This is an optimization exercise on Yosys and OpenROAD, whose aim is small area, a short achievable clock period and few clock cycles per item, not a production implementation. Function was checked by simulation only, so behaviour that the tests miss may differ from the original. Power and IR drop assume default switching activity.

// lvl_select
module lvl_select (
    input             clk,
    input             rst,
    output            ready,
    input             rpt_valid,
    input      [21:0] rpt_vcode,
    input             rpt_ins,
    input      [9:0]  rpt_idx,
    input      [15:0] cfg_hold,
    input             start,
    input             start_dir,
    input      [10:0] start_nreq,
    input      [10:0] start_h,
    input      [15:0] start_frac,
    input             start_fmt1,
    output reg        done,
    output reg [31:0] t_out,
    output reg        trim_v,
    output reg [9:0]  trim_out,
    output reg [15:0] frac_out,
    output     [10:0] n_out,
    output     [5:0]  k_out,
    output reg        surplus,
    output reg        short_flag
);
    localparam [21:0] KMAX = 22'h3F_FFFE;
    function [1:0] cmp22;
        input [21:0] a;
        input [21:0] b;
        integer i;
        reg l, e;
        begin
            l = 1'b0;
            e = 1'b1;
            for (i = 21; i >= 0; i = i - 1) begin
                l = l | (e & ~a[i] & b[i]);
                e = e & ~(a[i] ^ b[i]);
            end
            cmp22 = {l, e};
        end
    endfunction
    function lt10;
        input [9:0] a;
        input [9:0] b;
        integer i;
        reg l, e;
        begin
            l = 1'b0;
            e = 1'b1;
            for (i = 9; i >= 0; i = i - 1) begin
                l = l | (e & ~a[i] & b[i]);
                e = e & ~(a[i] ^ b[i]);
            end
            lt10 = l;
        end
    endfunction
    reg        rdy, rdy_o;
    assign ready = rdy_o;
    wire acc_rep = rpt_valid & rdy;
  ...
Settings: LEC_CHECK=0, CAP_MARGIN=20, CORE_MARGIN=2, CORE_UTILIZATION=75, CTS_CLUSTER_DIAMETER=60, CTS_CLUSTER_SIZE=30, SLEW_MARGIN=20; clock period 18.0 ns.
standard.sh (not shown) runs the stock make flow with config.mk's settings and CLKGATE_MAP_FILE= SYNTH_SCRIPT=/design/flow/synth_recipe.tcl, a recipe that flattens the netlist after the stock synthesis.
==> flow/flow/run.sh <==
#!/bin/bash
set -euo pipefail
bash standard.sh "BUFFER_PORTS_ARGS=-buffer_cell sky130_fd_sc_hd__buf_4" \
    "SETUP_SLACK_MARGIN=13" finish > run_make.log 2>&1
Testbench counts at the start, summed over its fixed seeds: cycles 17,464, decisions 1,200.
Rerun with:
--- a/flow/design.v
+++ b/flow/design.v
@@ -286,62 +286,51 @@
         if (cv && cfirst) begin
             d_tv  <= d2_tv;
             d_sho <= d2_short | (d2_fnz & ~d2_tv);
             d_rt  <= ~d2_twant ? 5'h1F : (e_dir ? d2_kn : d2_n);
             d_rtr <= ~d2_tv ? 5'h1F : (e_dir ? d2_kn - 5'd1 : d2_n);
         end
     reg  [63:0] acc;                    
     wire [15:0] lt;
-    wire [15:0] inc;
-    reg  [15:0] rinc;                   
-    reg         rv, rfirst;
     generate
         for (g = 0; g < 16; g = g + 1) begin : cmpu
             wire [21:0] sv   = sd[33*g + 11 +: 22];
             wire        sins = sd[33*g + 10];
             wire [9:0]  sidx = sd[33*g +: 10];
             wire [21:0] thr  = sins ? ct : ca;
             wire [1:0]  hc   = cmp22(sv, thr);
             wire        hlt  = hc[1];
             wire        heq  = hc[0];
             wire        llt  = lt10(sidx, ci);
             wire        ltn  = hlt | (heq & llt);
             wire        lti  = ctneg ? 1'b0 : ctbig ? 1'b1 :
                                cmz ? (hlt & llt) : cmm ? (hlt | llt) : ltn;
             wire        ltk  = sins ? lti : ltn;
-            assign lt[g]  = cm[g] & ltk;
-            assign inc[g] = cm[g] & ~ltk;
+            assign lt[g] = cm[g] & ltk;
             always @(posedge clk)
-                if (rv && rfirst)
-                    acc[4*g +: 4] <= {3'd0, rinc[g]};
-                else if (rinc[g])
+                if (cv && cfirst)
+                    acc[4*g +: 4] <= {3'd0, cm[g] & ~ltk};
+                else if (cm[g] && !ltk)
                     acc[4*g +: 4] <= acc[4*g +: 4] + 4'd1;
         end
     endgenerate
     reg [3:0] c_acc;
-    reg       c_inc;
     always @(*) begin
         c_acc = 4'd0;
-        c_inc = 1'b0;
-        for (j = 0; j < 16; j = j + 1) begin
-            c_acc = c_acc | ({4{cp == j && !cfirst && !(rv && rfirst)}} & acc[4*j +: 4]);
-            c_inc = c_inc | (cp == j && !cfirst && rinc[j]);
-        end
+        for (j = 0; j < 16; j = j + 1)
+            c_acc = c_acc | ({4{cp == j && !cfirst}} & acc[4*j +: 4]);
     end
-    reg        rlast, rreal;
+    reg        rv, rfirst, rlast, rreal;
     reg [15:0] rlt;
     reg [3:0]  racc;
-    reg        rpinc;
     reg [31:0] rkey;
     always @(posedge clk) begin
         rlt    <= lt;
         racc   <= c_acc;
-        rpinc  <= c_inc;
-        rinc   <= inc;
         rkey   <= {ca, ci};
         rfirst <= cfirst;
         rlast  <= clast;
         rreal  <= creal;
         rv     <= cv & !rst;
     end
     function [1:0] fa;
         input a, b, c;
@@ -364,18 +353,18 @@
     wire [1:0] b2a = fa(q[0][2], q[1][2], q[2][2]);
     wire [1:0] b2b = fa(b2a[0], q[3][2], b1a[1]);   
     wire       x1  = b1b[0] ^ k0;
     wire       y1  = b1b[0] & k0;
     wire [1:0] x2  = fa(b1b[1], b2b[0], y1);
     wire       x3  = b2a[1] ^ b2b[1] ^ x2[1];
     wire       x4  = (b2a[1] & b2b[1]) | (x2[1] & (b2a[1] | b2b[1]));
     wire [4:0] pc  = {x4, x3, x2[0], x1, w0};
-    wire [4:0] dif_t = d_rt  - {1'b0, racc} - {4'd0, rpinc};
-    wire [4:0] dif_r = d_rtr - {1'b0, racc} - {4'd0, rpinc};
+    wire [4:0] dif_t = d_rt  - {1'b0, racc};
+    wire [4:0] dif_r = d_rtr - {1'b0, racc};
     wire       hit_t = rreal && (pc == dif_t);
     wire       hit_r = rreal && (pc == dif_r);
     reg        r2v, r2first, r2last, r2ht, r2hr;
     reg [31:0] r2key;
     always @(posedge clk) begin
         r2v     <= rv & !rst;
         r2first <= rfirst;
         r2last  <= rlast;
Die area climbs by 1.7%.
Total power climbs by 0.78%.
Worst setup slack got worse by 170 ps.
Cell area climbs by about 1.6%.
Routed wire length climbs by about 9%.
Clock skew barely changes.
Testbench counts after the change, summed over its fixed seeds: cycles 17,464, decisions 1,200.

## static timing again, ports no longer ideal
The flow's constraints put no driver on any port. The routed layouts listed below were extracted and timed again, unchanged, in two steps.
Step 1: set_driving_cell puts a clkbuf_16 on clk and a buf_2 on each other input, an assumption about the parent block.
Step 2 times the ports against the registers' clock, not the clock port: input delays grow and output delays shrink by t, the midpoint of the rising clock arrivals with the driver on.
a / b / c = ideal / step 1 / step 2; a / b = the first two.
run | shift t [ns] | setup WS [ns] | hold WS [ns] | worst setup path at the end | latest minus earliest clock arrival (ns)
the first run | 0.736 | 13.115 / 13.043 / 12.952 | 0.320 / 0.320 / 0.320 | input to register | 0.048 / 0.048
the second run | 0.758 | 12.945 / 12.945 / 12.945 | 0.329 / 0.329 / 0.329 | register to register | 0.042 / 0.042
After both steps setup and hold are still met in every run listed. For the first run, which loses most, drivers alone change the setup slack by -0.072 ns; drivers and shift together by -0.163 ns.
